From an optimization exercise on the open Yosys and OpenROAD flow, aimed at small area, a short achievable clock period and few clock cycles per item; shortcuts taken in it are not production practice. Where RTL was checked, it was by simulation tests only, not by an equivalence proof against the original.

Setup of wip/umber:
## kw_unwrap
module kw_unwrap (
    input  wire         clk,
    input  wire         rst,       
    input  wire         start,     
    input  wire [127:0] kek,       
    input  wire [191:0] wrapped,   
    output wire         busy,
    output wire         done,      
    output wire         ok,        
    output wire [127:0] key        
);
For scale: roughly 6,600 cells after synthesis, ~450 I/O pins, ~55,000 um2 of cells after synthesis.
==> flow/config.mk <==
export PLATFORM = sky130hd
export DESIGN_NAME = kw_unwrap
export DESIGN_NICKNAME = kw_unwrap
export VERILOG_FILES = /design/flow/design.v
export SDC_FILE = /design/flow/constraint.sdc
export NUM_CORES = 8
export LEC_CHECK = 0
export CAP_MARGIN = 20
export CORE_MARGIN = 2
export CORE_UTILIZATION = 25
export SETUP_SLACK_MARGIN = 1.65
export SLEW_MARGIN = 20
export SYNTH_HIERARCHICAL = 1
==> flow/constraint.sdc <==
create_clock -name core_clock -period 8.0 [get_ports {clk}]
set_input_delay 1.6000 -clock core_clock [delete_from_list [all_inputs] [get_ports {clk}]]
set_output_delay 1.6000 -clock core_clock [all_outputs]
set_load 0.01 [all_outputs]
standard.sh (not shown) runs the stock make flow with config.mk's settings and CLKGATE_MAP_FILE= SYNTH_SCRIPT=/design/flow/synth_recipe.tcl, a recipe that flattens the netlist after the stock synthesis.
==> flow/flow/run.sh <==
#!/bin/bash
# The standard layout (the standard.sh: ORFS synthesis to finish), with
# these changes in how it is made:
#  - the port buffers that global placement inserts on every input and
#    output are the smallest buffer (buf_1) instead of clkdlybuf4s50_1;
#  - clock tree synthesis inserts no dummy loads;
#  - after floorplanning, the flip-flops of the round state (st) get a
#    stronger drive (same cell type, dfxtp_1 -> dfxtp_4): they drive the
#    InvMixColumns network at the start of the critical loop.
# ORFS writes each step's full log under orfs/logs/; make's output goes to
# flow_*.log and the resizing step's to upsize.log, all in this folder.
set -euo pipefail
export BUFFER_PORTS_ARGS="-buffer_cell sky130_fd_sc_hd__buf_1"
export CTS_ARGS="-sink_clustering_enable -repair_clock_nets -dont_use_dummy_load"
bash standard.sh floorplan > flow_floorplan.log 2>&1
odb=orfs/results/$FLOW_PLATFORM/kw_unwrap/base/2_floorplan.odb
ODB=$odb openroad -no_init -exit flow/upsize.tcl > upsize.log 2>&1
bash standard.sh finish > flow_finish.log 2>&1
==> flow/flow/upsize.tcl <==
# Give the state flip-flops st[*] the 4x drive version of their cell.
read_db $::env(ODB)
set db [ord::get_db]
set block [[$db getChip] getBlock]
set n 0
foreach inst [$block getInsts] {
  set name [$inst getName]
  set m [[$inst getMaster] getName]
  if {[string first "st\\\[" $name] == 0 && $m eq "sky130_fd_sc_hd__dfxtp_1"} {
    $inst swapMaster [$db findMaster sky130_fd_sc_hd__dfxtp_4]
    incr n
  }
}
puts "resized $n flip-flops"
write_db $::env(ODB)
Testbench counts of wip/umber, summed over its fixed seeds: cycles 67,072, items 512.
What wip/yarrow does differently from wip/umber at the input level:
- changing CORE_UTILIZATION from 25 to 24
--- a/flow/flow/run.sh
+++ b/flow/flow/run.sh
@@ -7 +7,2 @@
-#  - after floorplanning, the flip-flops of the round state (st) get a
+#  - after floorplanning, the flip-flops of the round state (st) and of
+#    the round key (rk) get a
--- a/flow/flow/upsize.tcl
+++ b/flow/flow/upsize.tcl
@@ -1 +1,2 @@
-# Give the state flip-flops st[*] the 4x drive version of their cell.
+# Give the state and round-key flip-flops st[*], rk[*] the 4x drive version
+# of their cell.
@@ -9 +10 @@
-  if {[string first "st\\\[" $name] == 0 && $m eq "sky130_fd_sc_hd__dfxtp_1"} {
+  if {([string first "st\\\[" $name] == 0 || [string first "rk\\\[" $name] == 0) && $m eq "sky130_fd_sc_hd__dfxtp_1"} {
Findings:
Going from wip/umber to wip/yarrow, clock skew now sits lower, fraction of the cycle the final worst path needs saw an increase, clock network area share about even.
Cmp wip/yarrow vs wip/umber: share of cell area taken by multi-input logic gates lower in wip/yarrow
Delta (wip/yarrow minus wip/umber): sequential share of layout area increased 0.58 points; detailed-route wire length per cell decreased by about 0.47% relative to the old numbers; final area +about 0.8%.
Input changes introduced in wip/lagoon (baseline for comparison: wip/yarrow):
- SETUP_SLACK_MARGIN changed from 1.65 to 1.5
- CORE_UTILIZATION changed from 24 to 25
==> flow/flow/run.sh <==
#!/bin/bash
# The standard layout (the standard.sh: ORFS synthesis to finish), with
# two changes in how it is made:
#  - the port buffers that global placement inserts on every input and
#    output are the smallest buffer (buf_1) instead of clkdlybuf4s50_1;
#  - clock tree synthesis inserts no dummy loads.
# ORFS writes each step's full log under orfs/logs/; make's own output goes
# to flow.log here.
set -euo pipefail
export BUFFER_PORTS_ARGS="-buffer_cell sky130_fd_sc_hd__buf_1"
export CTS_ARGS="-sink_clustering_enable -repair_clock_nets -dont_use_dummy_load"
bash standard.sh finish > flow.log 2>&1
removed: flow/flow/upsize.tcl
[summary]
Having completed the whole flow, wip/lagoon delivered a layout that passed the timing, design-rule and antenna checks. The total number of vias reported for wip/lagoon is smaller than that of wip/yarrow by 425. As far as count of multi-input gates is concerned, wip/lagoon and wip/yarrow perform about the same. Going from wip/yarrow to wip/lagoon, routed wire length climbed about 2%; full die area dropped about 4%; synthesis-to-finish area growth dropped 1.9 points. Fraction of area in registers, wip/lagoon and wip/yarrow: lower on wip/lagoon. Summary — number of CTS-inserted buffers, wip/lagoon relative to wip/yarrow: lower, by about 1.7%.
#### Input delta (wip/quartz over wip/lagoon)
- CORE_UTILIZATION now 22, was 25
- SETUP_SLACK_MARGIN now 1.65, was 1.5
- PLACE_DENSITY now 0.5, previously not set
--- a/flow/flow/run.sh
+++ b/flow/flow/run.sh
@@ -3 +3 @@
-# two changes in how it is made:
+# these changes in how it is made:
@@ -6,3 +6,6 @@
-#  - clock tree synthesis inserts no dummy loads.
-# ORFS writes each step's full log under orfs/logs/; make's own output goes
-# to flow.log here.
+#  - clock tree synthesis inserts no dummy loads;
+#  - after floorplanning, the flip-flops of the round state (st) get a
+#    stronger drive (same cell type, dfxtp_1 -> dfxtp_4): they drive the
+#    InvMixColumns network at the start of the critical loop.
+# ORFS writes each step's full log under orfs/logs/; make's output goes to
+# flow_*.log and the resizing step's to upsize.log, all in this folder.
@@ -12 +15,4 @@
-bash standard.sh finish > flow.log 2>&1
+bash standard.sh floorplan > flow_floorplan.log 2>&1
+odb=orfs/results/$FLOW_PLATFORM/kw_unwrap/base/2_floorplan.odb
+ODB=$odb openroad -no_init -exit flow/upsize.tcl > upsize.log 2>&1
+bash standard.sh finish > flow_finish.log 2>&1
==> flow/flow/upsize.tcl (new file) <==
# Give the state flip-flops st[*] the 4x drive version of their cell.
read_db $::env(ODB)
set db [ord::get_db]
set block [[$db getChip] getBlock]
set n 0
foreach inst [$block getInsts] {
  set name [$inst getName]
  set m [[$inst getMaster] getName]
  if {[string first "st\\\[" $name] == 0 && $m eq "sky130_fd_sc_hd__dfxtp_1"} {
    $inst swapMaster [$db findMaster sky130_fd_sc_hd__dfxtp_4]
    incr n
  }
}
puts "resized $n flip-flops"
write_db $::env(ODB)
### Flow results
Final weighted congestion in routability-driven placement ends up higher on wip/lagoon.
wip/lagoon → wip/quartz: clock buffer count in the final layout rose 7, max-slew headroom at the worst pin now sits lower, wire length after detailed routing increased by about 2% relative to the old numbers.
Diff wip/lagoon -> wip/quartz: die extent in x rose by 31 um, wire length of the first global-routing pass rose by about 2.2%, count of placed standard cells including taps rose by 412, worst hold slack across all endpoints rose by 0.016 ns.
What wip/sierra does differently from wip/quartz at the input level:
- changing CORE_UTILIZATION from 22 to 26
- removing PLACE_DENSITY (formerly 0.5)
--- outcome ---
wip/sierra completed end to end with timing, DRC and antenna clean. wip/quartz: no failed stages, no open violations at the end. [wip/sierra] global-route usage rose 2.1 points relative to wip/quartz. In the reports for wip/sierra and wip/quartz, the larger area of the multi-input gates belongs to wip/quartz. Looking at clock network contribution to total cell area, wip/sierra sits below wip/quartz. Master of the slowest instance on the critical path = sky130_fd_sc_hd__dfxtp_1: wip/quartz; master of the slowest instance on the critical path = sky130_fd_sc_hd__xor2_2: wip/sierra. From wip/quartz to wip/sierra the numbers moved as follows: global-route wire length before repair shows a reduction of 4.7%, number of clock sinks shows no meaningful change, number of global-route vias before repair shows an increase of 0.40%, minimum setup slack in the final design shows a reduction of 0.060 ns, final standard cell area without fillers shows a reduction of 1.6%. Against wip/quartz as the reference, wip/sierra delivers a lower final standard cell count with taps included and fillers excluded. | starting DRC count in detailed routing | wip/sierra vs wip/quartz | 179 lower |. wip/sierra vs wip/quartz on maximum clock frequency: wip/sierra is the lower one.

* * *

== v3 ==
Another version of the RTL of kw_unwrap (not shown whole).
Size: ~6,500 cells after synthesis, ~460 flip-flops, about 450 I/O pins, ~0.055 mm² of cells after synthesis.
Settings: LEC_CHECK=0, CAP_MARGIN=20, CORE_MARGIN=2, CORE_UTILIZATION=25, SLEW_MARGIN=20, SYNTH_HIERARCHICAL=1; clock period 8.0 ns.
run.sh (not shown) runs the stock make flow with config.mk's settings and CLKGATE_MAP_FILE= SYNTH_SCRIPT=/design/flow/synth_recipe.tcl, a recipe that flattens the netlist after the stock synthesis.
Stock flow here: none of the scripts above is used.
Testbench counts of v3, summed over its fixed seeds: cycles 67,072, items 512.
> inputs changed (v3 -> v22)
# v3
export LEC_CHECK = 0
export CAP_MARGIN = 20
export CORE_MARGIN = 2
export CORE_UTILIZATION = 25
export SLEW_MARGIN = 20
export SYNTH_HIERARCHICAL = 1
create_clock -name core_clock -period 8.0 [get_ports {clk}]
# v22
export LEC_CHECK = 0
export CAP_MARGIN = 20
export CORE_MARGIN = 2
export CORE_UTILIZATION = 25
export SETUP_SLACK_MARGIN = 2.0
export SLEW_MARGIN = 20
export SYNTH_HIERARCHICAL = 1
create_clock -name core_clock -period 8.0 [get_ports {clk}]
==> flow/flow/run.sh (new file) <==
#!/bin/bash
# The standard layout (the standard.sh: ORFS synthesis to finish), with
# two changes in how it is made:
#  - the port buffers that global placement inserts on every input and
#    output are the smallest buffer (buf_1) instead of clkdlybuf4s50_1;
#  - clock tree synthesis inserts no dummy loads.
# ORFS writes each step's full log under orfs/logs/; make's own output goes
# to flow.log here.
set -euo pipefail
export BUFFER_PORTS_ARGS="-buffer_cell sky130_fd_sc_hd__buf_1"
export CTS_ARGS="-sink_clustering_enable -repair_clock_nets -dont_use_dummy_load"
bash standard.sh finish > flow.log 2>&1
==> flow/standard.sh (new file) <==
#!/bin/bash
# synth_recipe.tcl (not shown) runs the flow's synth.tcl, then flattens the netlist and writes it again
# the make line also repeats each setting of config.mk as NAME=value (left out here)
make -C /OpenROAD-flow-scripts/flow DESIGN_CONFIG=/design/flow/config.mk WORK_HOME=/design/flow/orfs CLKGATE_MAP_FILE= SYNTH_SCRIPT=/design/flow/synth_recipe.tcl "${@:-finish}"
removed: flow/run.sh
Compared with v3, in v22 wire length rose by 14%; number of global-route vias before repair has increased; register-to-register setup slack moved up; per-instance average area after synthesis saw little to no change. Time the final worst path needs with I/O delays and setup delta for v22 relative to v3: 1430 ps lower. Looking at number of fill cells in the layout, v22 sits about 12% below v3. v22 ends up with higher sequential standard cell area than v3 does. v3 reports its worst-path cell with the longest stage delay as dfxtp_1 while v22 reports dfxtp_2. Changes observed in v22 relative to v3: first-iteration DRC count grew by about 18%; non-clock inverter count in the final layout now sits at about the same level.
#### Input delta (v30 over v22)
# v22
export LEC_CHECK = 0
export CAP_MARGIN = 20
export CORE_MARGIN = 2
export CORE_UTILIZATION = 25
export SETUP_SLACK_MARGIN = 2.0
export SLEW_MARGIN = 20
export SYNTH_HIERARCHICAL = 1
create_clock -name core_clock -period 8.0 [get_ports {clk}]
# v30
export LEC_CHECK = 0
export CAP_MARGIN = 20
export CORE_MARGIN = 2
export CORE_UTILIZATION = 25
export SETUP_SLACK_MARGIN = 0.5
export SLEW_MARGIN = 20
export SYNTH_HIERARCHICAL = 1
create_clock -name core_clock -period 8.0 [get_ports {clk}]
Findings:
Summary: with v22 as the reference, wire length on met2 in v30 moved down by more than 10%.
Comparing v22 and v30, non-clock buffer count is lower on v30.
Summary of v30 over v22: net count of the finished layout shrank by 784; highest clock frequency the design can meet moved down; slew at the pin closest to its max-slew limit saw a decrease.
What v15 does differently from v30 at the input level:
# v30
export LEC_CHECK = 0
export CAP_MARGIN = 20
export CORE_MARGIN = 2
export CORE_UTILIZATION = 25
export SETUP_SLACK_MARGIN = 0.5
export SLEW_MARGIN = 20
export SYNTH_HIERARCHICAL = 1
create_clock -name core_clock -period 8.0 [get_ports {clk}]
# v15
export LEC_CHECK = 0
export CAP_MARGIN = 20
export CORE_MARGIN = 2
export CORE_UTILIZATION = 25
export SETUP_SLACK_MARGIN = 1.0
export SLEW_MARGIN = 20
export SYNTH_HIERARCHICAL = 1
create_clock -name core_clock -period 8.0 [get_ports {clk}]
==> comparison <==
- [compare] base=v30 new=v15: final design area excluding fillers now larger, utilization after layout now larger, wire length of the first global-routing pass ~0 delta.
- | number of cells in the finished layout apart from fillers | v15 vs v30 | 29 higher |
- ~same total global routing track utilization in v15 and v30
- v15 falls short of v30 in overall routed net length.
- A critical-path cell with the highest stage delay of dfxtp_1 is what v30 shows, while xnor3_1 belongs to v15.
Changes in v36 relative to v15:
# v15
export LEC_CHECK = 0
export CAP_MARGIN = 20
export CORE_MARGIN = 2
export CORE_UTILIZATION = 25
export SETUP_SLACK_MARGIN = 1.0
export SLEW_MARGIN = 20
export SYNTH_HIERARCHICAL = 1
create_clock -name core_clock -period 8.0 [get_ports {clk}]
# v36
export LEC_CHECK = 0
export CAP_MARGIN = 20
export CORE_MARGIN = 2
export CORE_UTILIZATION = 25
export SETUP_SLACK_MARGIN = 1.5
export SLEW_MARGIN = 20
export SYNTH_HIERARCHICAL = 1
create_clock -name core_clock -period 8.0 [get_ports {clk}]
Notes after the runs:
- Diff v36..v15 | area of the die | unchanged
- Comparing v15 and v36, routed wire length is lower on v15.
- Against v15, mean routed wirelength per cell in v36 rose slightly.
- Between v15 and v36, relative slew slack increased.
- Reported for v15 and v36, flip-flop and latch count turned out identical to the last digit.

* * *

kw_unwrap, a different RTL version from the one above (not shown whole).
Size: about 6800 cells after synthesis, roughly 460 flip-flops, ~56000 um^2 of cells after synthesis.
Design kw_unwrap, start of the top module:
module kw_unwrap (
    input  wire         clk,
    input  wire         rst,       
    input  wire         start,     
    input  wire [127:0] kek,       
    input  wire [191:0] wrapped,   
    output wire         busy,
    output wire         done,      
    output wire         ok,        
    output wire [127:0] key        
);
Settings: LEC_CHECK=0, CAP_MARGIN=20, CORE_MARGIN=2, CORE_UTILIZATION=25, SETUP_SLACK_MARGIN=1.0, SLEW_MARGIN=20, SYNTH_HIERARCHICAL=1; clock period 8.0 ns.
standard.sh (not shown) runs the stock make flow with config.mk's settings and CLKGATE_MAP_FILE= SYNTH_SCRIPT=/design/flow/synth_recipe.tcl, a recipe that flattens the netlist after the stock synthesis.
==> flow/flow/run.sh <==
#!/bin/bash
# The standard layout (the standard.sh: ORFS synthesis to finish), with
# two changes in how it is made:
#  - the port buffers that global placement inserts on every input and
#    output are the smallest buffer (buf_1) instead of clkdlybuf4s50_1;
#  - clock tree synthesis inserts no dummy loads.
# ORFS writes each step's full log under orfs/logs/; make's own output goes
# to flow.log here.
set -euo pipefail
export BUFFER_PORTS_ARGS="-buffer_cell sky130_fd_sc_hd__buf_1"
export CTS_ARGS="-sink_clustering_enable -repair_clock_nets -dont_use_dummy_load"
bash standard.sh finish > flow.log 2>&1
Rerun with:
Settings changed: SETUP_SLACK_MARGIN 1.0 to 1.25.
=> Cell count hardly moves. Count of clock-buffer cells in the layout stays the same. Worst hold slack improves by 0.0085 ns. Synthesized cell count is unchanged. Worst setup slack improves by 0.18 ns. Sequential share of layout area drops by 0.18 points. Core utilization climbs by 0.31 points. Flip-flop and latch count is unchanged. Global-route usage barely changes.
Rerun with:
Settings changed: SETUP_SLACK_MARGIN 1.25 to 1.5.
Result: The changed run finished clean. Die area stays the same. Utilization went up by 0.69 points. Clock-buffer cell count does not change. Final cell count went up by about 0.3%. Flip-flop and latch count is unchanged. Setup slack gains 0.29 ns. Maximum frequency went up by about 4.6%. Global-route usage barely changes. Synthesized cell count stays the same. Via count went up by 0.52%.
Rerun with:
Settings changed: SETUP_SLACK_MARGIN 1.5 to 1.75.
Result:
- The new run passed the timing, design-rule and antenna checks
- global-route usage increases by 0.11 points
- critical path depth went up by 3
- setup slack gains 0.23 ns
- wire length grows by 1.3%
No run of this note included a check of the RTL's function; only the layout flow was run.

## static timing again, ports no longer ideal
No port has a modelled driver above. Below, the same layouts with a new extraction and two added sets of constraints. Step 1 sets driving cells, clkbuf_16 on the clock port and buf_2 on the other inputs (assumed; they add their load-dependent delay and slew). Step 2 times the ports against the registers' clock, not the clock port: input delays grow and output delays shrink by t, the midpoint of the rising clock arrivals with the driver on. Slacks: no drivers / after step 1 / after step 2; pairs: no drivers / after step 1.
run | t, ns | slack for setup (ns) | worst register clock-pin slew, ns | worst data-port slew with drivers (ns) | cell pins on the clock port's net
wip/umber | 0.757 | 1.835 / 1.835 / 1.835 | 0.07 / 0.07 | 0.15 | 1
wip/yarrow | 0.726 | 1.767 / 1.767 / 1.767 | 0.06 / 0.06 | 0.18 | 1
wip/lagoon | 0.772 | 1.599 / 1.599 / 1.599 | 0.07 / 0.07 | 0.16 | 1
wip/quartz | 0.740 | 1.781 / 1.781 / 1.781 | 0.06 / 0.06 | 0.18 | 1
wip/sierra | 0.726 | 1.721 / 1.721 / 1.721 | 0.06 / 0.06 | 0.12 | 1
v3 | 0.776 | 0.251 / 0.251 / 0.251 | 0.07 / 0.07 | 0.21 | 1
v22 | 0.748 | 1.678 / 1.678 / 1.678 | 0.07 / 0.07 | 0.22 | 1
v30 | 0.746 | 0.711 / 0.711 / 0.711 | 0.07 / 0.07 | 0.15 | 1
v15 | 0.744 | 1.183 / 1.183 / 1.183 | 0.06 / 0.06 | 0.15 | 1
v36 | 0.746 | 1.610 / 1.610 / 1.610 | 0.07 / 0.07 | 0.16 | 1
the first run of note 3 | 0.757 | 1.208 / 1.208 / 1.208 | 0.07 / 0.07 | 0.13 | 1
the second run of note 3 | 0.750 | 1.385 / 1.385 / 1.385 | 0.07 / 0.07 | 0.12 | 1
the third run of note 3 | 0.752 | 1.674 / 1.674 / 1.674 | 0.07 / 0.07 | 0.13 | 1
the fourth run of note 3 | 0.752 | 1.901 / 1.901 / 1.901 | 0.07 / 0.07 | 0.13 | 1
After both steps every run listed still meets setup and hold.
